Source: an optimization exercise on an open RTL-to-GDS flow (aim: small area, a short achievable clock period and few clock cycles per item). Production flows keep margins and buffers that such runs may drop. In this exercise RTL edits were held to simulation tests only and were not proved equivalent to the original.

## flow/design.v (module list and top-level ports; edited modules follow where they fit)
// module jet_sample: 30838 lines
module jet_sample (
    input  wire        clk,
    input  wire        rst,
    input  wire        in_valid,
    output wire        in_ready,
    input  wire [39:0] tap0,
    input  wire [39:0] tap1,
    input  wire [39:0] tap2,
    input  wire [39:0] tap3,
    input  wire [7:0]  fx,
    input  wire [7:0]  fy,
    input  wire [3:0]  outside,       
    input  wire        edge_clamp,    
    input  wire [1:0]  matrix,        
    input  wire        range_full,    
    input  wire [1:0]  alpha_mode,    
    input  wire        occ_opaque,    
    input  wire [10:0] plane_alpha,   
    output reg         out_valid,
    output reg  [9:0]  r_code,
    output reg  [9:0]  g_code,
    output reg  [9:0]  b_code,
    output reg  [19:0] alpha_p        
);
  // ...
==> flow/flow/run.sh <==
#!/bin/bash
# Layout flow: the standard layout (standard.sh) with two changes.
#  - Yosys's synth runs with -noabc, so full adders are extracted from the
#    RTL's own adder structure before any ABC pass (fewer inverters); the
#    registers and the rest of synthesis are as in the standard flow.
#  - repair_timing aims for 21 ns of setup slack on the design's 28 ns
#    clock, i.e. it works on every path longer than 7 ns.
# The clock period, SDC and every other setting are the design's.
set -euo pipefail
bash standard.sh SYNTH_ARGS=-noabc SETUP_SLACK_MARGIN=21 finish > standard.log 2>&1
==> flow/standard.sh <==
#!/bin/bash
# synth_recipe.tcl (not shown) runs the flow's synth.tcl, then flattens the netlist and writes it again
# the make line also repeats each setting of config.mk as NAME=value (left out here)
make -C /OpenROAD-flow-scripts/flow DESIGN_CONFIG=/design/flow/config.mk WORK_HOME=/design/flow/orfs CLKGATE_MAP_FILE= SYNTH_SCRIPT=/design/flow/synth_recipe.tcl "${@:-finish}"
==> flow/config.mk <==
export PLATFORM = sky130hd
export DESIGN_NAME = jet_sample
export DESIGN_NICKNAME = jet_sample
export VERILOG_FILES = /design/flow/design.v
export SDC_FILE = /design/flow/constraint.sdc
export NUM_CORES = 4
export LEC_CHECK = 0
export CAP_MARGIN = 20
export CORE_MARGIN = 2
export CORE_UTILIZATION = 45
export SLEW_MARGIN = 20
==> flow/constraint.sdc <==
create_clock -name core_clock -period 28.0 [get_ports {clk}]
set_input_delay 5.6000 -clock core_clock [delete_from_list [all_inputs] [get_ports {clk}]]
set_output_delay 5.6000 -clock core_clock [all_outputs]
set_load 0.01 [all_outputs]
==> reports/metrics.cfg, run 1 <==
[outcome]
run_status = finished clean

[yosys]
postSynthNetCount = 12740
synth.top_cell.area_share = 0.3272
seq_area_frac_synth = 0.1437
synthTopCellsByCount = sky130_fd_sc_hd__fa_1 (1630), sky130_fd_sc_hd__xnor2_1 (1512), sky130_fd_sc_hd__inv_1 (800)
synth_edf_count = 0
synth_cell_type_count = 85

[finish]
fin_area_um2 = 112300
multi_input_cells = 7840
diode_insertion_count_for_antenna_repair = 7
share_of_final_layout_cell_area_taken_by_non_clock_buffers = 0.06370
largest_reg_flops = 54

[cts]
cts_inserted_buffers = 85
reg_clk_slew_reported_paths_ns = 0.06
cts.path.max_buffers = 3

[sta]
clock-skew-final_ns = 0.08876
worst-slew-pin-transition_ns = 1.090
whs_ns = 0.3158

[drt]
route.layer.met1.wl_um = 129900
top_layer = met5
detail_route.wl_per_cell_um = 24.87

[global_routing]
groute.layer.met3.usage = 0.06014
first_global_vias = 80450

[setup_path]
cp_cell_sequence = buf_6
critical_path_class = reg2out

[die]
core_region_area_um2 = 219900

Testbench counts, summed over its fixed seeds: cycles 16,040, samples 16,000.
==> inputs of run 2 (changes only) <==
==> flow/flow/run.sh (replaced) <==
#!/bin/bash
# Layout flow: the standard layout (standard.sh) with these changes.
#  - Yosys's synth runs with -noabc, so full adders are extracted from the
#    RTL's own adder structure before any ABC pass (fewer inverters); the
#    registers and the rest of synthesis are as in the standard flow.
#  - repair_timing aims for 21 ns of setup slack on the design's 28 ns
#    clock, i.e. it works on every path longer than 7 ns.
#  - every input and output port still gets its own buffer, but a
#    sky130_fd_sc_hd__buf_1 instead of a delay buffer; repair resizes the
#    ones on critical paths.
# The clock period, SDC and every other setting are the design's.
set -euo pipefail
bash standard.sh SYNTH_ARGS=-noabc SETUP_SLACK_MARGIN=21 \
  "BUFFER_PORTS_ARGS=-buffer_cell sky130_fd_sc_hd__buf_1" finish > standard.log 2>&1
--- a/flow/config.mk
+++ b/flow/config.mk
@@ -8,4 +8,4 @@
 export CAP_MARGIN = 20
 export CORE_MARGIN = 2
-export CORE_UTILIZATION = 45
+export CORE_UTILIZATION = 50
 export SLEW_MARGIN = 20
==> reports/metrics.cfg, run 2 <==
[min_path]
holdPathStages = 0  ; unchanged
timing.hold.worst_endpoint = cbb_3[2]$_DFF_P_  ; was crb_3[15]$_DFF_P_
worst_hold_startpoint = cbb[2]$_DFF_P_  ; was crb[15]$_DFF_P_
min_path_type = reg2reg  ; unchanged

[finish]
design.final.nets = 12670  ; was 12690
largest_reg_flops = 54  ; unchanged
multi_input_comb_area_um2 = 80630  ; was 80900 µm²
seqCellArea_um2 = 14520  ; was 14560 µm²
final_common_cell = sky130_fd_sc_hd__fa_1  ; unchanged
largest_registers = dg_3 (54), py_3 (41)  ; unchanged
syn_to_final_growth_pct = 9.908  ; was 12.64%
regMostFlops = dg_3  ; unchanged
finalCoreUtilization = 0.5541  ; was 0.5108
final-instance-count-excl-fill = 12780  ; was 13120
drive_gt1_frac = 0.08624  ; was 0.09544
final.fill_count = 17490  ; was 19880
most_frequent_cells_in_the_layout = sky130_fd_sc_hd__fa_1 (1564), sky130_fd_sc_hd__xnor2_1 (1480), sky130_fd_sc_hd__inv_1 (792)  ; was sky130_fd_sc_hd__fa_1 (1534), sky130_fd_sc_hd__xnor2_1 (1477), sky130_fd_sc_hd__inv_1 (793)

[drt]
drt-initial-drc-count = 6807  ; was 7432
detail_route.wirelength_um = 317600  ; was 326300 µm
detail_route.wl_per_cell_um = 24.86  ; was 24.87 µm
drc = 0  ; unchanged
drt-vias-per-instance = 5.981  ; was 5.871
route.vias.total = 76420  ; was 77010
ant_nets = 0  ; unchanged
detailedRoute.firstPassIterationCount = 8  ; was 7

[sta]
layout_min_cycle_time_ns = 6.940  ; was 6.988 ns
clock.fmax_mhz = 144.1  ; was 143.1 MHz
finalHoldViolCount = 0  ; unchanged
worst-slew-pin-transition_ns = 1.137  ; was 1.090 ns
timing.max_slew.rel_slack = 0.2377  ; was 0.2718
clock-skew-final_ns = 0.04151  ; was 0.08876 ns
finalSetupViolCount = 0  ; unchanged
rsz0062_at_grt = true  ; unchanged
drv_slew = 0  ; unchanged
totalNegativeSetupSlack_ns = 0  ; unchanged
final.period_utilization = 0.2479  ; was 0.2496

[yosys]
ys_dominant_reg_cell = sky130_fd_sc_hd__dfxtp_1  ; unchanged
synth_top_family_by_area = adder cells  ; unchanged
area_fraction_in_and_or_nand_and_nor_cells_after_synthesis = 0.07416  ; unchanged
synth-compound-area-share = 0.1356  ; unchanged
yosys.area_share.adder = 0.4245  ; unchanged
postSynthRegisterBits = 716  ; unchanged
synthTopCellsByCount = sky130_fd_sc_hd__fa_1 (1630), sky130_fd_sc_hd__xnor2_1 (1512), sky130_fd_sc_hd__inv_1 (800)  ; unchanged
postSynthNetCount = 12740  ; unchanged
synth-xor-area-share = 0.1535  ; unchanged
asyncSetResetFlopFracSynth = 0  ; unchanged
synthDominantAreaCellType = sky130_fd_sc_hd__fa_1  ; unchanged
synth.mux.area_fraction = 0.008731  ; unchanged
synth_cell_type_count = 85  ; unchanged
most_repeated_cell_in_the_gate_level_netlist_after_synthesis = sky130_fd_sc_hd__fa_1  ; unchanged
number_of_warnings_reported_in_the_yosys_synthesis_log = 1  ; unchanged
seq_area_frac_synth = 0.1437  ; unchanged
mean_syn_cell_area_um2 = 9.842  ; unchanged
synth.top_cell.area_share = 0.3272  ; unchanged
netlist_top_cells_area = sky130_fd_sc_hd__fa_1 (33%), sky130_fd_sc_hd__dfxtp_1 (14%), sky130_fd_sc_hd__xnor2_1 (13%)  ; unchanged
syn-cell-area_um2 = 99740  ; unchanged
synth_edf_count = 0  ; unchanged
netlist_instances = 10130  ; unchanged

[outcome]
run_status = finished clean  ; unchanged

[die]
core_region_area_um2 = 197800  ; was 219900 µm²
floorplan.initialDensity = 0.5042  ; was 0.4535
floorplan.die_area_um2 = 203100  ; was 225400 µm²
die-width_um = 450.6  ; was 474.8 µm
rows = 163  ; was 172
pin_count = 253  ; unchanged
floorplan.die.height_um = 450.6  ; was 474.8 µm

[placed_design]
placement.io_buffers = 251  ; unchanged
place_congestion = 0.9443  ; was 0.9358
dp_cells = 12450  ; was 12750
detailedPlacementHpwl_um = 223200  ; was 226900 µm

[cts]
cts_htree_levels = 3  ; unchanged
worst_skew_pair.late_latency_ns = 0.76  ; was 0.78 ns
reg_clk_slew_reported_paths_ns = 0.08  ; was 0.06 ns
cts-root-buf = sky130_fd_sc_hd__clkbuf_16  ; unchanged
cts_num_sinks = 716  ; unchanged
clock_tree_from_tritoncts = yes  ; unchanged
cts_inserted_buffers = 89  ; was 85
cts.path.max_buffers = 3  ; unchanged

[setup_path]
timing.rr.end = g_code[4]$_DFF_P_  ; was g_code[5]$_DFF_P_
crit-reg2reg-launch = dg_3[24]$_DFF_P_  ; was dg_3[6]$_DFF_P_
critical-path-slowest-cell = sky130_fd_sc_hd__dfxtp_4  ; unchanged
reg2reg_slack_ns = 21.11  ; was 21.07 ns
critical_path.startpoint_type = register  ; unchanged
critical_path.max_stage_delay_ns = 0.43  ; was 0.51 ns
r2r.worst_path.cells = 21  ; was 25
critical_path_class = reg2out  ; unchanged
crit_buf_inv = 1  ; unchanged
worstSetupStartpoint = r_code[9]$_DFF_P_  ; was r_code[1]$_DFF_P_
worst_setup_path_end_kind = output port  ; unchanged
critical_path.max_fanout = 1  ; unchanged
critPathArrivalTime_ns = 1.34  ; was 1.39 ns
timing.critical_path.required_ns = 22.40  ; about the same
cp_cell_sequence = buf_2  ; was buf_6
critPathTopFamily = flip-flops  ; unchanged

[global_routing]
first_global_vias = 79810  ; was 80450
grt_antenna_before_repair = 8  ; was 15
grt.total_usage = 0.3045  ; was 0.2815
overall_overflow_remaining_after_global_route = 0  ; unchanged
grt_start_max_net_pins = 107  ; was 152
global_route_wire_length_before_repair_um = 478800  ; was 487700 µm

[run]
timing.max_cap.violations = 0  ; unchanged

-- run 2: per-layer routing --
| layer | wire [µm] | vias to the layer above | track usage |
|---|---|---|---|
| met4 | 21030 | 6 | 0.1718 |
| li1 | - | 33290 | - |
| met2 | 144300 | 3869 | 0.4847 |
| met1 | 126500 | 38300 | 0.3947 |
| met3 | 25760 | 942 | 0.04950 |
| met5 | 46 | - | 0 |
-- run 2: final cells by class --
cell class | count | share of cell area
Multi-Input combinational cell | 7840 | 0.7355
Sequential cell | 716 | 0.1324
Timing Repair Buffer | 608 | 0.04480
Tap cell | 2640 | 0.03013
Inverter | 809 | 0.02811
Clock buffer | 102 | 0.02150
Clock inverter | 60 | 0.007499
Antenna cell | 2 | 0.00004565
-- run 2: worst max path at each step --
| stage | endpoint | slack (ns) | cells after the start |
|---|---|---|---|
| after floorplan | g_code[0]$_DFF_P_ | 21.01 | 23 |
| after global placement | g_code[8]$_DFF_P_ | 19.65 | 22 |
| after detailed placement | g_code[4]$_DFF_P_ | 19.58 | 22 |
| after CTS | g_code[4]$_DFF_P_ | 20.99 | 22 |
| after global routing | bot_a[17]$_DFF_P_ | 20.94 | 27 |
| final | r_code[9] | 21.06 | 1 |
-- run 2: kinds of logic (layout without fill, tap and decap cells) --
family / after synthesis / count (layout)
compound gates: 1993 / 1993
xor+xnor: 1748 / 1749
fa+ha+maj: 2406 / 2406
buf+inv: 1580 / 1579
flops: 716 / 716
mux: 84 / 85
other cells: 1 / 3
simple gates: 1606 / 1606
-- run 2: metrics by stage --
step | area (µm²) | hold slack (ns) | setup slack [ns]
finish | 109600 | 0.3047 | 21.06
global route | 109600 | 0.3237 | 20.94
CTS | 107100 | 0.3044 | 20.99
detailed placement | 102700 | 0.3121 | 19.58
global placement | 102700 | 0.3100 | 19.65
floorplan | 99760 | 0.3096 | 21.01
-- run 2: what timing repair did --
| item | CTS | global route |
|---|---|---|
| endpoints found under the setup margin | 101 | 64 |
| cloned | 5 | 14 |
| resized for setup | 166 | 375 |
| buffers inserted | 38 | 109 |
| hold buffers | 0 | 0 |
| pin swaps | 20 | 111 |
==> inputs of run 3 (changes only) <==
--- a/flow/config.mk
+++ b/flow/config.mk
@@ -6,4 +6,5 @@
 export NUM_CORES = 4
 export LEC_CHECK = 0
+export ABC_AREA = 1
 export CAP_MARGIN = 20
 export CORE_MARGIN = 2
==> reports/metrics.cfg, run 3 <==
[yosys]
number_of_warnings_reported_in_the_yosys_synthesis_log = 1  ; unchanged
seq_area_frac_synth = 0.1427  ; was 0.1437
synthDominantAreaCellType = sky130_fd_sc_hd__fa_1  ; unchanged
syn-cell-area_um2 = 100500  ; was 99740 µm²
synth_edf_count = 0  ; unchanged
postSynthNetCount = 13790  ; was 12740
netlist_instances = 11190  ; was 10130
synth_cell_type_count = 65  ; was 85
ys_dominant_reg_cell = sky130_fd_sc_hd__dfxtp_1  ; unchanged
netlist_top_cells_area = sky130_fd_sc_hd__fa_1 (32%), sky130_fd_sc_hd__dfxtp_1 (14%), sky130_fd_sc_hd__xor2_1 (13%)  ; was sky130_fd_sc_hd__fa_1 (33%), sky130_fd_sc_hd__dfxtp_1 (14%), sky130_fd_sc_hd__xnor2_1 (13%)
postSynthRegisterBits = 716  ; unchanged
asyncSetResetFlopFracSynth = 0  ; unchanged
synth.top_cell.area_share = 0.3248  ; was 0.3272
mean_syn_cell_area_um2 = 8.978  ; was 9.842 µm²
most_repeated_cell_in_the_gate_level_netlist_after_synthesis = sky130_fd_sc_hd__fa_1  ; unchanged
synthTopCellsByCount = sky130_fd_sc_hd__fa_1 (1630), sky130_fd_sc_hd__xor2_1 (1525), sky130_fd_sc_hd__nand2_1 (1494)  ; was sky130_fd_sc_hd__fa_1 (1630), sky130_fd_sc_hd__xnor2_1 (1512), sky130_fd_sc_hd__inv_1 (800)

[cts]
cts_hold_bufs = 0  ; unchanged
cts.path.max_buffers = 3  ; unchanged
worst_skew_pair.late_latency_ns = 0.73  ; was 0.76 ns
cts_inserted_buffers = 86  ; was 89
cts_htree_levels = 3  ; unchanged
clock_tree_from_tritoncts = yes  ; unchanged
cts-root-buf = sky130_fd_sc_hd__clkbuf_16  ; unchanged
cts_num_sinks = 716  ; unchanged
reg_clk_slew_reported_paths_ns = 0.06  ; was 0.08 ns

[drt]
drt-vias-per-instance = 5.748  ; was 5.981
detail_route.wirelength_um = 327300  ; was 317600 µm
detail_route.wl_per_cell_um = 23.67  ; was 24.86 µm
drc = 0  ; unchanged
route.vias.total = 79470  ; was 76420
drt-initial-drc-count = 7358  ; was 6807
detailedRoute.firstPassIterationCount = 8  ; unchanged
ant_nets = 0  ; unchanged

[setup_path]
critical_path_class = reg2out  ; unchanged
crit_buf_inv = 1  ; unchanged
critPathArrivalTime_ns = 1.35  ; was 1.34 ns
crit-reg2reg-launch = mx_3[0]$_DFF_P_  ; was dg_3[24]$_DFF_P_
critical-path-slowest-cell = sky130_fd_sc_hd__buf_1  ; was sky130_fd_sc_hd__dfxtp_4
critical_path.startpoint_type = register  ; unchanged
reg2reg_slack_ns = 21.15  ; was 21.11 ns
worst_setup_path_end_kind = output port  ; unchanged
timing.rr.end = r_code[7]$_DFF_P_  ; was g_code[4]$_DFF_P_
critPathTopFamily = buffers and inverters  ; was flip-flops
cp_cell_sequence = buf_1  ; was buf_2
cp_num_cells = 1  ; unchanged
critical_path.max_fanout = 1  ; unchanged
timing.critical_path.required_ns = 22.40  ; about the same
critPathCapture = g_code[1]  ; was r_code[9]
critical_path.max_stage_delay_ns = 0.33  ; was 0.43 ns
r2r.worst_path.cells = 22  ; was 21
worstSetupStartpoint = g_code[1]$_DFF_P_  ; was r_code[9]$_DFF_P_

[sta]
clock.fmax_mhz = 143.9  ; was 144.1 MHz
worst-slew-pin-transition_ns = 1.278  ; was 1.137 ns
finalSetupViolCount = 0  ; unchanged
rsz0062_at_grt = true  ; unchanged
final.period_utilization = 0.2482  ; was 0.2479
setup_ws_ns = 21.05  ; was 21.06 ns
whs_ns = 0.3159  ; was 0.3047 ns
totalNegativeSetupSlack_ns = 0  ; unchanged
clock-skew-final_ns = 0.03726  ; was 0.04151 ns
timing.max_slew.rel_slack = 0.1450  ; was 0.2377
finalHoldViolCount = 0  ; unchanged
layout_min_cycle_time_ns = 6.950  ; was 6.940 ns
drv_slew = 0  ; unchanged

[die]
floorplan.die.height_um = 452.2  ; was 450.6 µm
pin_count = 253  ; unchanged
rows = 164  ; was 163
floorplan.die_area_um2 = 204500  ; was 203100 µm²
floorplan.initialDensity = 0.5031  ; was 0.5042
die-width_um = 452.2  ; was 450.6 µm
core_region_area_um2 = 199700  ; was 197800 µm²

[global_routing]
global_route_wire_length_before_repair_um = 496800  ; was 478800 µm
overall_overflow_remaining_after_global_route = 0  ; unchanged
first_global_vias = 80890  ; was 79810
grt_antenna_before_repair = 1  ; was 8
grt.total_usage = 0.3172  ; was 0.3045
grt_start_max_net_pins = 73  ; was 107

[finish]
most_frequent_cells_in_the_layout = sky130_fd_sc_hd__fa_1 (1621), sky130_fd_sc_hd__xor2_1 (1525), sky130_fd_sc_hd__nand2_1 (1492)  ; was sky130_fd_sc_hd__fa_1 (1564), sky130_fd_sc_hd__xnor2_1 (1480), sky130_fd_sc_hd__inv_1 (792)
finalCoreUtilization = 0.5369  ; was 0.5541
final.fill_count = 18310  ; was 17490
design.final.nets = 13700  ; was 12670
largest_registers = dg_3 (54), py_3 (41)  ; unchanged
drive_gt1_frac = 0.05293  ; was 0.08624
largest_reg_flops = 54  ; unchanged
syn_to_final_growth_pct = 6.723  ; was 9.908%
final_common_cell = sky130_fd_sc_hd__fa_1  ; unchanged
regMostFlops = dg_3  ; unchanged

[min_path]
worst_hold_startpoint = cbb[17]$_DFF_P_  ; was cbb[2]$_DFF_P_
min_path_type = reg2reg  ; unchanged

[placed_design]
placement.setup.worst_slack_ns = 20.47  ; was 19.58 ns
detailedPlacementHpwl_um = 254600  ; was 223200 µm
placement.io_buffers = 251  ; unchanged
place_congestion = 1.015  ; was 0.9443

[outcome]
run_status = finished clean  ; unchanged

[run]
timing.max_cap.violations = 0  ; unchanged

[run 3: cell types whose count changed after synthesis, sizes merged, moves of 139 or more]
cell | previous run | this run
xnor2 | 1512 | 107
o21ai | 311 | 450
inv | 803 | 1440
a22oi | 719 | 2
nand3 | 65 | 350
o22ai | 196 | 1040
clkbuf | 619 | 453
xor2 | 236 | 1534
nand2 | 665 | 1523
[run 3: cell type report]
class | instances | area (µm²) | area share
Timing Repair Buffer | 457 | 2705 | 0.02523
Timing Repair inverter | 1 | 7.507 | 0.00007003
Tap cell | 2656 | 3323 | 0.03100
Clock inverter | 49 | 599.3 | 0.005590
Inverter | 1485 | 5650 | 0.05271
Multi-Input combinational cell | 8347 | 78140 | 0.7289
Clock buffer | 110 | 2364 | 0.02205
Antenna cell | 5 | 12.51 | 0.0001167
Sequential cell | 716 | 14400 | 0.1343
[run 3: timing repair]
action,4_1_cts,5_1_grt
resized for setup,20,117
pin swaps,0,5
cloned,1,2
setup buffers,0,20
setup endpoints to repair,20,56
hold endpoints to repair,0,0
[run 3: routing by layer]
layer,global-route usage,up-vias,share of wire
li1,-,35740,-
met1,0.4092,38880,0.40
met2,0.4983,3874,0.45
met3,0.05847,982,0.081
met4,0.1876,0,0.071
met5,0,-,0
[run 3: how the worst min path moves through the flow]
| stage | endpoint | slack [ns] | depth (start not counted) |
|---|---|---|---|
| global placement | fy_1[0]$_DFF_P_ | 0.31 | 0 |
| CTS | cbb_3[17]$_DFF_P_ | 0.32 | 0 |
| global route | cbb_3[17]$_DFF_P_ | 0.32 | 0 |
| detailed placement | cbb_3[13]$_DFF_P_ | 0.31 | 0 |
| floorplan | cbb_3[0]$_DFF_P_ | 0.31 | 0 |
| finish | cbb_3[17]$_DFF_P_ | 0.32 | 0 |
[run 3: cell families (layout without fill, tap and decap cells)]
| logic type | Yosys count | count (layout) | synth area share |
|---|---|---|---|
| simple gates | 2416 | 2416 | 0.09943 |
| flops | 716 | 716 | 0.1427 |
| mux | 7 | 7 | 0.0006976 |
| buf+inv | 2125 | 2102 | 0.08100 |
| compound gates | 1877 | 1877 | 0.1109 |
| xor+xnor | 1641 | 1641 | 0.1438 |
| other cells | 1 | 6 | 0.00003733 |
| fa+ha+maj | 2405 | 2405 | 0.4214 |
[run 3: per-stage QoR]
stage,instance area [µm²],std cells
after floorplan,100500,11190
after global placement,103700,13640
after detailed placement,103700,13640
after CTS,106700,13800
after global routing,107200,13820
final,107200,13830
==> inputs of run 4 (changes only) <==
--- a/flow/config.mk
+++ b/flow/config.mk
@@ -9,4 +9,4 @@
 export CAP_MARGIN = 20
 export CORE_MARGIN = 2
-export CORE_UTILIZATION = 50
+export CORE_UTILIZATION = 55
 export SLEW_MARGIN = 20
==> reports/metrics.cfg, run 4 <==
[drt]
ant_nets = 0  ; unchanged
route.vias.total = 79990  ; was 79470
detail_route.wirelength_um = 325400  ; was 327300 µm
drc = 0  ; unchanged
detail_route.wl_per_cell_um = 24.03  ; was 23.67 µm
detailedRoute.firstPassIterationCount = 9  ; was 8
drt-initial-drc-count = 7404  ; was 7358
drt-vias-per-instance = 5.908  ; was 5.748

[yosys]
ys_dominant_reg_cell = sky130_fd_sc_hd__dfxtp_1  ; unchanged
number_of_warnings_reported_in_the_yosys_synthesis_log = 1  ; unchanged
synth_edf_count = 0  ; unchanged
netlist_instances = 11190  ; unchanged
asyncSetResetFlopFracSynth = 0  ; unchanged
seq_area_frac_synth = 0.1427  ; unchanged
synthDominantAreaCellType = sky130_fd_sc_hd__fa_1  ; unchanged
postSynthRegisterBits = 716  ; unchanged
postSynthNetCount = 13790  ; unchanged
synth.top_cell.area_share = 0.3248  ; unchanged
synth_cell_type_count = 65  ; unchanged
most_repeated_cell_in_the_gate_level_netlist_after_synthesis = sky130_fd_sc_hd__fa_1  ; unchanged
netlist_top_cells_area = sky130_fd_sc_hd__fa_1 (32%), sky130_fd_sc_hd__dfxtp_1 (14%), sky130_fd_sc_hd__xor2_1 (13%)  ; unchanged
syn-cell-area_um2 = 100500  ; unchanged
synthTopCellsByCount = sky130_fd_sc_hd__fa_1 (1630), sky130_fd_sc_hd__xor2_1 (1525), sky130_fd_sc_hd__nand2_1 (1494)  ; unchanged
mean_syn_cell_area_um2 = 8.978  ; unchanged

[finish]
design.final.nets = 13700  ; about the same
largest_reg_flops = 54  ; unchanged
final.fill_count = 16320  ; was 18310
largest_registers = dg_3 (54), py_3 (41)  ; unchanged
final_common_cell = sky130_fd_sc_hd__fa_1  ; unchanged
drive_gt1_frac = 0.05418  ; was 0.05293
syn_to_final_growth_pct = 6.589  ; was 6.723%
regMostFlops = dg_3  ; unchanged
final-instance-count-excl-fill = 13540  ; was 13830
most_frequent_cells_in_the_layout = sky130_fd_sc_hd__fa_1 (1624), sky130_fd_sc_hd__xor2_1 (1522), sky130_fd_sc_hd__nand2_1 (1492)  ; was sky130_fd_sc_hd__fa_1 (1621), sky130_fd_sc_hd__xor2_1 (1525), sky130_fd_sc_hd__nand2_1 (1492)

[sta]
layout_min_cycle_time_ns = 6.932  ; was 6.950 ns
clock-skew-final_ns = 0.07535  ; was 0.03726 ns
final.period_utilization = 0.2476  ; was 0.2482
rsz0062_at_grt = true  ; unchanged
whs_ns = 0.2936  ; was 0.3159 ns
drv_slew = 0  ; unchanged
finalHoldViolCount = 0  ; unchanged
clock.fmax_mhz = 144.3  ; was 143.9 MHz
totalNegativeSetupSlack_ns = 0  ; unchanged
timing.max_slew.rel_slack = 0.1890  ; was 0.1450
worst-slew-pin-transition_ns = 1.212  ; was 1.278 ns
finalSetupViolCount = 0  ; unchanged

[setup_path]
r2r.worst_path.cells = 24  ; was 22
timing.critical_path.required_ns = 22.40  ; about the same
critical_path_class = reg2out  ; unchanged
critical_path.max_stage_delay_ns = 0.42  ; was 0.33 ns
worst_setup_path_end_kind = output port  ; unchanged
critPathArrivalTime_ns = 1.33  ; was 1.35 ns
crit-reg2reg-launch = cbb_3[18]$_DFF_P_  ; was mx_3[0]$_DFF_P_
worstSetupStartpoint = g_code[3]$_DFF_P_  ; was g_code[1]$_DFF_P_
crit_buf_inv = 1  ; unchanged
critPathTopFamily = flip-flops  ; was buffers and inverters
cp_cell_sequence = buf_2  ; was buf_1
timing.rr.end = g_code[2]$_DFF_P_  ; was r_code[7]$_DFF_P_
critical_path.startpoint_type = register  ; unchanged
reg2reg_slack_ns = 21.15  ; about the same
critical_path.max_fanout = 1  ; unchanged
critical-path-slowest-cell = sky130_fd_sc_hd__dfxtp_1  ; was sky130_fd_sc_hd__buf_1

[min_path]
timing.hold.worst_endpoint = crb_3[20]$_DFF_P_  ; was cbb_3[17]$_DFF_P_
min_path_type = reg2reg  ; unchanged
holdPathStages = 0  ; unchanged
worst_hold_startpoint = crb[20]$_DFF_P_  ; was cbb[17]$_DFF_P_

[cts]
cts_inserted_buffers = 86  ; unchanged
reg_clk_slew_reported_paths_ns = 0.07  ; was 0.06 ns
cts_htree_levels = 3  ; unchanged
cts-root-buf = sky130_fd_sc_hd__clkbuf_16  ; unchanged
cts_num_sinks = 716  ; unchanged
cts.path.max_buffers = 3  ; unchanged
worst_skew_pair.late_latency_ns = 0.75  ; was 0.73 ns
clock_tree_from_tritoncts = yes  ; unchanged

[global_routing]
first_global_vias = 81440  ; was 80890
grt.total_usage = 0.3470  ; was 0.3172
grt_antenna_before_repair = 7  ; was 1
global_route_wire_length_before_repair_um = 492800  ; was 496800 µm
grt_start_max_net_pins = 66  ; was 73
overall_overflow_remaining_after_global_route = 0  ; unchanged

[placed_design]
dp_cells = 13330  ; was 13640
placement.io_buffers = 251  ; unchanged
place_congestion = 1.035  ; was 1.015
detailedPlacementHpwl_um = 246900  ; was 254600 µm

[outcome]
run_status = finished clean  ; unchanged

[die]
core_region_area_um2 = 181100  ; was 199700 µm²
floorplan.initialDensity = 0.5546  ; was 0.5031
die-width_um = 431.4  ; was 452.2 µm
pin_count = 253  ; unchanged
floorplan.die_area_um2 = 186100  ; was 204500 µm²
rows = 156  ; was 164
floorplan.die.height_um = 431.4  ; was 452.2 µm

[run]
timing.max_cap.violations = 0  ; unchanged

-- run 4: cell counts after synthesis --
No cell type changed its count.
-- run 4: per-stage QoR --
stage | utilization | setup slack [ns] | area, µm²
after floorplan | - | 21.09 | 100500
final | 0.5911 | 21.07 | 107100
after detailed placement | 0.5694 | 20.31 | 103100
after global routing | 0.5911 | 20.93 | 107100
after CTS | 0.5872 | 20.97 | 106400
after global placement | 0.5693 | 20.38 | 103100
-- run 4: layer usage --
layer  vias up  global-route usage  wire length (µm)
li1      35730                   -                 -
met1     39370              0.4461            128100
met2      3949              0.5506            147700
met3       934             0.05977             26660
met4         4              0.2058             22910
met5         -                   0                30
-- run 4: how the worst max path moves through the flow --
stage,endpoint,slack [ns],depth (start not counted)
global placement,g_code[2]$_DFF_P_,20.38,24
finish,g_code[3],21.07,1
floorplan,top_cr[17]$_DFF_P_,21.09,30
global route,g_code[2]$_DFF_P_,20.93,24
detailed placement,g_code[2]$_DFF_P_,20.31,24
CTS,g_code[2]$_DFF_P_,20.97,25
-- run 4: cells by family (layout without fill, tap and decap cells) --
family | after synthesis | count (layout) | share of synthesized area
flops | 716 | 716 | 0.1427
buf+inv | 2125 | 2102 | 0.08100
simple gates | 2416 | 2416 | 0.09943
mux | 7 | 8 | 0.0006976
xor+xnor | 1641 | 1641 | 0.1438
compound gates | 1877 | 1877 | 0.1109
other cells | 1 | 4 | 0.00003733
fa+ha+maj | 2405 | 2405 | 0.4214
-- run 4: area by class of cell --
cell class | count | area [µm²] | area share
antenna | 3 | 7.507 | 0.00007011
clock buffer | 98 | 2298 | 0.02147
clock inverter | 61 | 800.8 | 0.007479
inverter | 1485 | 5682 | 0.05307
multi-input combinational | 8348 | 78170 | 0.7301
sequential | 716 | 14390 | 0.1344
tap | 2370 | 2965 | 0.02770
timing repair buffer | 454 | 2729 | 0.02549
timing repair inverter | 4 | 20.02 | 0.0001870
-- run 4: timing repair --
action                                  in CTS  in global routing
setup buffers                                3                 36
cloned                                       2                  6
endpoints found under the setup margin      20                 45
gates resized for setup                     17                102
hold buffers                                 0                  0
pin swaps                                    0                  4
==> inputs of run 5 (changes only) <==
--- a/flow/flow/run.sh
+++ b/flow/flow/run.sh
@@ -9,6 +9,9 @@
 #    sky130_fd_sc_hd__buf_1 instead of a delay buffer; repair resizes the
 #    ones on critical paths.
+#  - pin placement constraints (flow/io.tcl): inputs on the left edge,
+#    outputs on the right edge, clock in the middle of the bottom edge.
 # The clock period, SDC and every other setting are the design's.
 set -euo pipefail
 bash standard.sh SYNTH_ARGS=-noabc SETUP_SLACK_MARGIN=21 \
-  "BUFFER_PORTS_ARGS=-buffer_cell sky130_fd_sc_hd__buf_1" finish > standard.log 2>&1
+  "BUFFER_PORTS_ARGS=-buffer_cell sky130_fd_sc_hd__buf_1" \
+  "IO_CONSTRAINTS=$PWD/flow/io.tcl" finish > standard.log 2>&1
==> flow/flow/io.tcl (new file) <==
# Pin placement: the design is a pipeline, so its data inputs go on the left
# edge and its outputs on the right edge, with the clock in the middle of the
# bottom edge, where the clock tree can reach every register in fewer steps.
set data_in {}
set data_out {}
foreach p [get_ports *] {
  set n [get_name $p]
  if { $n == "clk" } { continue }
  if { [get_property $p direction] == "input" } {
    lappend data_in $n
  } else {
    lappend data_out $n
  }
}
set_io_pin_constraint -pin_names {clk} -region bottom:230-245
set_io_pin_constraint -pin_names $data_in -region left:*
set_io_pin_constraint -pin_names $data_out -region right:*
--- a/flow/config.mk
+++ b/flow/config.mk
@@ -6,7 +6,6 @@
 export NUM_CORES = 4
 export LEC_CHECK = 0
-export ABC_AREA = 1
 export CAP_MARGIN = 20
 export CORE_MARGIN = 2
-export CORE_UTILIZATION = 55
+export CORE_UTILIZATION = 45
 export SLEW_MARGIN = 20
==> reports/metrics.cfg, run 5 <==
[global_routing]
first_global_vias = 78770  ; was 81440
global_route_wire_length_before_repair_um = 487500  ; was 492800 µm
grt_start_max_net_pins = 70  ; was 66
grt_antenna_before_repair = 19  ; was 7
overall_overflow_remaining_after_global_route = 0  ; unchanged
grt.total_usage = 0.2824  ; was 0.3470

[setup_path]
critical_path_class = reg2out  ; unchanged
cp_cell_sequence = buf_1  ; was buf_2
critical-path-slowest-cell = sky130_fd_sc_hd__dfxtp_2  ; was sky130_fd_sc_hd__dfxtp_1
critPathTopFamily = flip-flops  ; unchanged
critPathArrivalTime_ns = 1.34  ; was 1.33 ns
timing.rr.end = g_code[3]$_DFF_P_  ; was g_code[2]$_DFF_P_
reg2reg_slack_ns = 21.10  ; was 21.15 ns
critical_path.max_stage_delay_ns = 0.44  ; was 0.42 ns
critical_path.max_fanout = 1  ; unchanged
timing.critical_path.required_ns = 22.40  ; about the same
critical_path.startpoint_type = register  ; unchanged
worst_setup_path_end_kind = output port  ; unchanged
crit_buf_inv = 1  ; unchanged
crit-reg2reg-launch = dg_3[24]$_DFF_P_  ; was cbb_3[18]$_DFF_P_
r2r.worst_path.cells = 21  ; was 24

[yosys]
area_fraction_in_and_or_nand_and_nor_cells_after_synthesis = 0.07416  ; was 0.09943
synth-xor-area-share = 0.1535  ; was 0.1438
synth_edf_count = 0  ; unchanged
postSynthRegisterBits = 716  ; unchanged
netlist_top_cells_area = sky130_fd_sc_hd__fa_1 (33%), sky130_fd_sc_hd__dfxtp_1 (14%), sky130_fd_sc_hd__xnor2_1 (13%)  ; was sky130_fd_sc_hd__fa_1 (32%), sky130_fd_sc_hd__dfxtp_1 (14%), sky130_fd_sc_hd__xor2_1 (13%)
synth-compound-area-share = 0.1356  ; was 0.1109
syn-cell-area_um2 = 99740  ; was 100500 µm²
asyncSetResetFlopFracSynth = 0  ; unchanged
yosys.area_share.adder = 0.4245  ; was 0.4214
most_repeated_cell_in_the_gate_level_netlist_after_synthesis = sky130_fd_sc_hd__fa_1  ; unchanged
synthDominantAreaCellType = sky130_fd_sc_hd__fa_1  ; unchanged
ys_dominant_reg_cell = sky130_fd_sc_hd__dfxtp_1  ; unchanged
netlist_instances = 10130  ; was 11190
number_of_warnings_reported_in_the_yosys_synthesis_log = 1  ; unchanged
postSynthNetCount = 12740  ; was 13790
mean_syn_cell_area_um2 = 9.842  ; was 8.978 µm²
seq_area_frac_synth = 0.1437  ; was 0.1427
synth_cell_type_count = 85  ; was 65
synth.top_cell.area_share = 0.3272  ; was 0.3248
synth_top_family_by_area = adder cells  ; unchanged
synth.mux.area_fraction = 0.008731  ; was 0.0006975
synthTopCellsByCount = sky130_fd_sc_hd__fa_1 (1630), sky130_fd_sc_hd__xnor2_1 (1512), sky130_fd_sc_hd__inv_1 (800)  ; was sky130_fd_sc_hd__fa_1 (1630), sky130_fd_sc_hd__xor2_1 (1525), sky130_fd_sc_hd__nand2_1 (1494)

[sta]
worst-slew-pin-transition_ns = 1.090  ; was 1.212 ns
drv_slew = 0  ; unchanged
timing.max_slew.rel_slack = 0.2706  ; was 0.1890
final.period_utilization = 0.2479  ; was 0.2476
finalHoldViolCount = 0  ; unchanged
clock.fmax_mhz = 144.1  ; was 144.3 MHz
totalNegativeSetupSlack_ns = 0  ; unchanged
layout_min_cycle_time_ns = 6.941  ; was 6.932 ns
finalSetupViolCount = 0  ; unchanged
rsz0062_at_grt = true  ; unchanged
clock-skew-final_ns = 0.04073  ; was 0.07535 ns

[min_path]
min_path_type = reg2reg  ; unchanged
worst_hold_startpoint = pa_2[10]$_DFF_P_  ; was crb[20]$_DFF_P_
timing.hold.worst_endpoint = pa_3[10]$_DFF_P_  ; was crb_3[20]$_DFF_P_
holdPathStages = 0  ; unchanged

[cts]
cts.path.max_buffers = 3  ; unchanged
cts_num_sinks = 716  ; unchanged
clock_tree_from_tritoncts = yes  ; unchanged
cts_inserted_buffers = 85  ; was 86
reg_clk_slew_reported_paths_ns = 0.06  ; was 0.07 ns
worst_skew_pair.late_latency_ns = 0.75  ; about the same
cts_hold_bufs = 0  ; unchanged
cts_htree_levels = 3  ; unchanged
cts-root-buf = sky130_fd_sc_hd__clkbuf_16  ; unchanged

[run]
timing.max_cap.violations = 0  ; unchanged

[die]
floorplan.die_area_um2 = 225400  ; was 186100 µm²
floorplan.initialDensity = 0.4535  ; was 0.5546
pin_count = 253  ; unchanged
floorplan.die.height_um = 474.8  ; was 431.4 µm
rows = 172  ; was 156
core_region_area_um2 = 219900  ; was 181100 µm²
die-width_um = 474.8  ; was 431.4 µm

[finish]
final_common_cell = sky130_fd_sc_hd__fa_1  ; unchanged
final.fill_count = 20240  ; was 16320
largest_reg_flops = 54  ; unchanged
most_frequent_cells_in_the_layout = sky130_fd_sc_hd__fa_1 (1557), sky130_fd_sc_hd__xnor2_1 (1478), sky130_fd_sc_hd__inv_1 (793)  ; was sky130_fd_sc_hd__fa_1 (1624), sky130_fd_sc_hd__xor2_1 (1522), sky130_fd_sc_hd__nand2_1 (1492)
largest_registers = dg_3 (54), py_3 (41)  ; unchanged
design.final.nets = 12630  ; was 13700
syn_to_final_growth_pct = 10.13  ; was 6.589%
regMostFlops = dg_3  ; unchanged
fin_area_um2 = 109900  ; was 107100 µm²
drive_gt1_frac = 0.08373  ; was 0.05418

[drt]
ant_nets = 0  ; unchanged
drc = 0  ; unchanged
detailedRoute.firstPassIterationCount = 17  ; was 9
detail_route.wl_per_cell_um = 25.18  ; was 24.03 µm
route.vias.total = 76880  ; was 79990
drt-vias-per-instance = 5.889  ; was 5.908
detail_route.wirelength_um = 328800  ; was 325400 µm
drt-initial-drc-count = 7943  ; was 7404

[outcome]
run_status = finished clean  ; unchanged

[placed_design]
place_congestion = 0.9578  ; was 1.035
detailedPlacementHpwl_um = 229000  ; was 246900 µm
placement.io_buffers = 251  ; unchanged
placed_cell_area_um2 = 102900  ; was 103100 µm²

## run 5: cell type report
class | instances | area [µm²] | area share
clock buffers | 115 | 2441 | 0.02222
flip-flops and latches | 716 | 14540 | 0.1324
repair inverters | 1 | 7.507 | 0.00006834
clock inverters | 43 | 573.1 | 0.005217
repair buffers | 568 | 4747 | 0.04321
well taps | 2958 | 3701 | 0.03369
inverters | 809 | 3074 | 0.02799
multi-input cells | 7840 | 80750 | 0.7351
diodes | 5 | 12.51 | 0.0001139
## run 5: worst max path at each step
stage / cells after the start / slack, ns / start / to
after floorplan: 23 / 21.01 / dg_3[19]$_DFF_P_ / g_code[0]$_DFF_P_
after global placement: 21 / 19.08 / mx_3[0]$_DFF_P_ / b_code[4]$_DFF_P_
after detailed placement: 21 / 18.99 / mx_3[0]$_DFF_P_ / b_code[4]$_DFF_P_
after CTS: 23 / 20.99 / mx_3[1]$_DFF_P_ / b_code[4]$_DFF_P_
after global routing: 30 / 20.87 / t1_q[10]$_DFF_P_ / top_cr[17]$_DFF_P_
final: 1 / 21.06 / out_valid$_SDFF_PP0_ / out_valid
## run 5: cells by family (layout without fill, tap and decap cells)
group / Yosys count / in the layout
xor+xnor: 1748 / 1749
flops: 716 / 716
other cells: 1 / 6
compound gates: 1993 / 1993
mux: 84 / 85
buf+inv: 1580 / 1536
simple gates: 1606 / 1606
fa+ha+maj: 2406 / 2406
## run 5: layer usage
metal  part of all wire  global-route usage
met1               0.41              0.3793
met2               0.43              0.4310
met3              0.099             0.05370
met4              0.064              0.1508
met5            0.00016                   0
## run 5: stage by stage
step	std cells	setup WS [ns]	hold slack [ns]	utilization
CTS	12950	20.99	0.3236	0.4883
finish	13060	21.06	0.3230	0.4995
global route	13050	20.87	0.3251	0.4994
detailed placement	12740	18.99	0.3120	0.4679
floorplan	10130	21.01	0.3096	-
global placement	12740	19.08	0.3113	0.4679
## run 5: timing repair
action,4_1_cts,5_1_grt
cloned,5,10
pin swaps,19,122
setup buffers,50,90
gates resized for setup,166,334
endpoints found under the setup margin,102,59

re-timing with driven ports:
In the flow no input, the clock included, has a driving cell. The finished layouts below were timed again as built, in two steps.
Step 1: set_driving_cell puts a clkbuf_16 on clk and a buf_2 on each other input, an assumption about the parent block.
Step 2 moves the port delays by t, midway between the first and last clock arrival at a register: inputs arrive t later, outputs are due t later. That takes back most of the time a late clock gives input paths.
a / b / c = ideal ports / drivers / drivers and shift; a / b = the first two.
run	t (ns)	slack for setup (ns)	pins driven straight from the clock port
run 1	0.835	21.012 / 20.914 / 21.066	1
run 2	0.824	21.060 / 20.973 / 21.109	1
run 3	0.806	21.050 / 20.963 / 21.153	1
run 4	0.797	21.068 / 20.981 / 21.154	1
run 5	0.792	21.059 / 20.992 / 21.102	1
After both steps setup and hold are still met in every run listed.
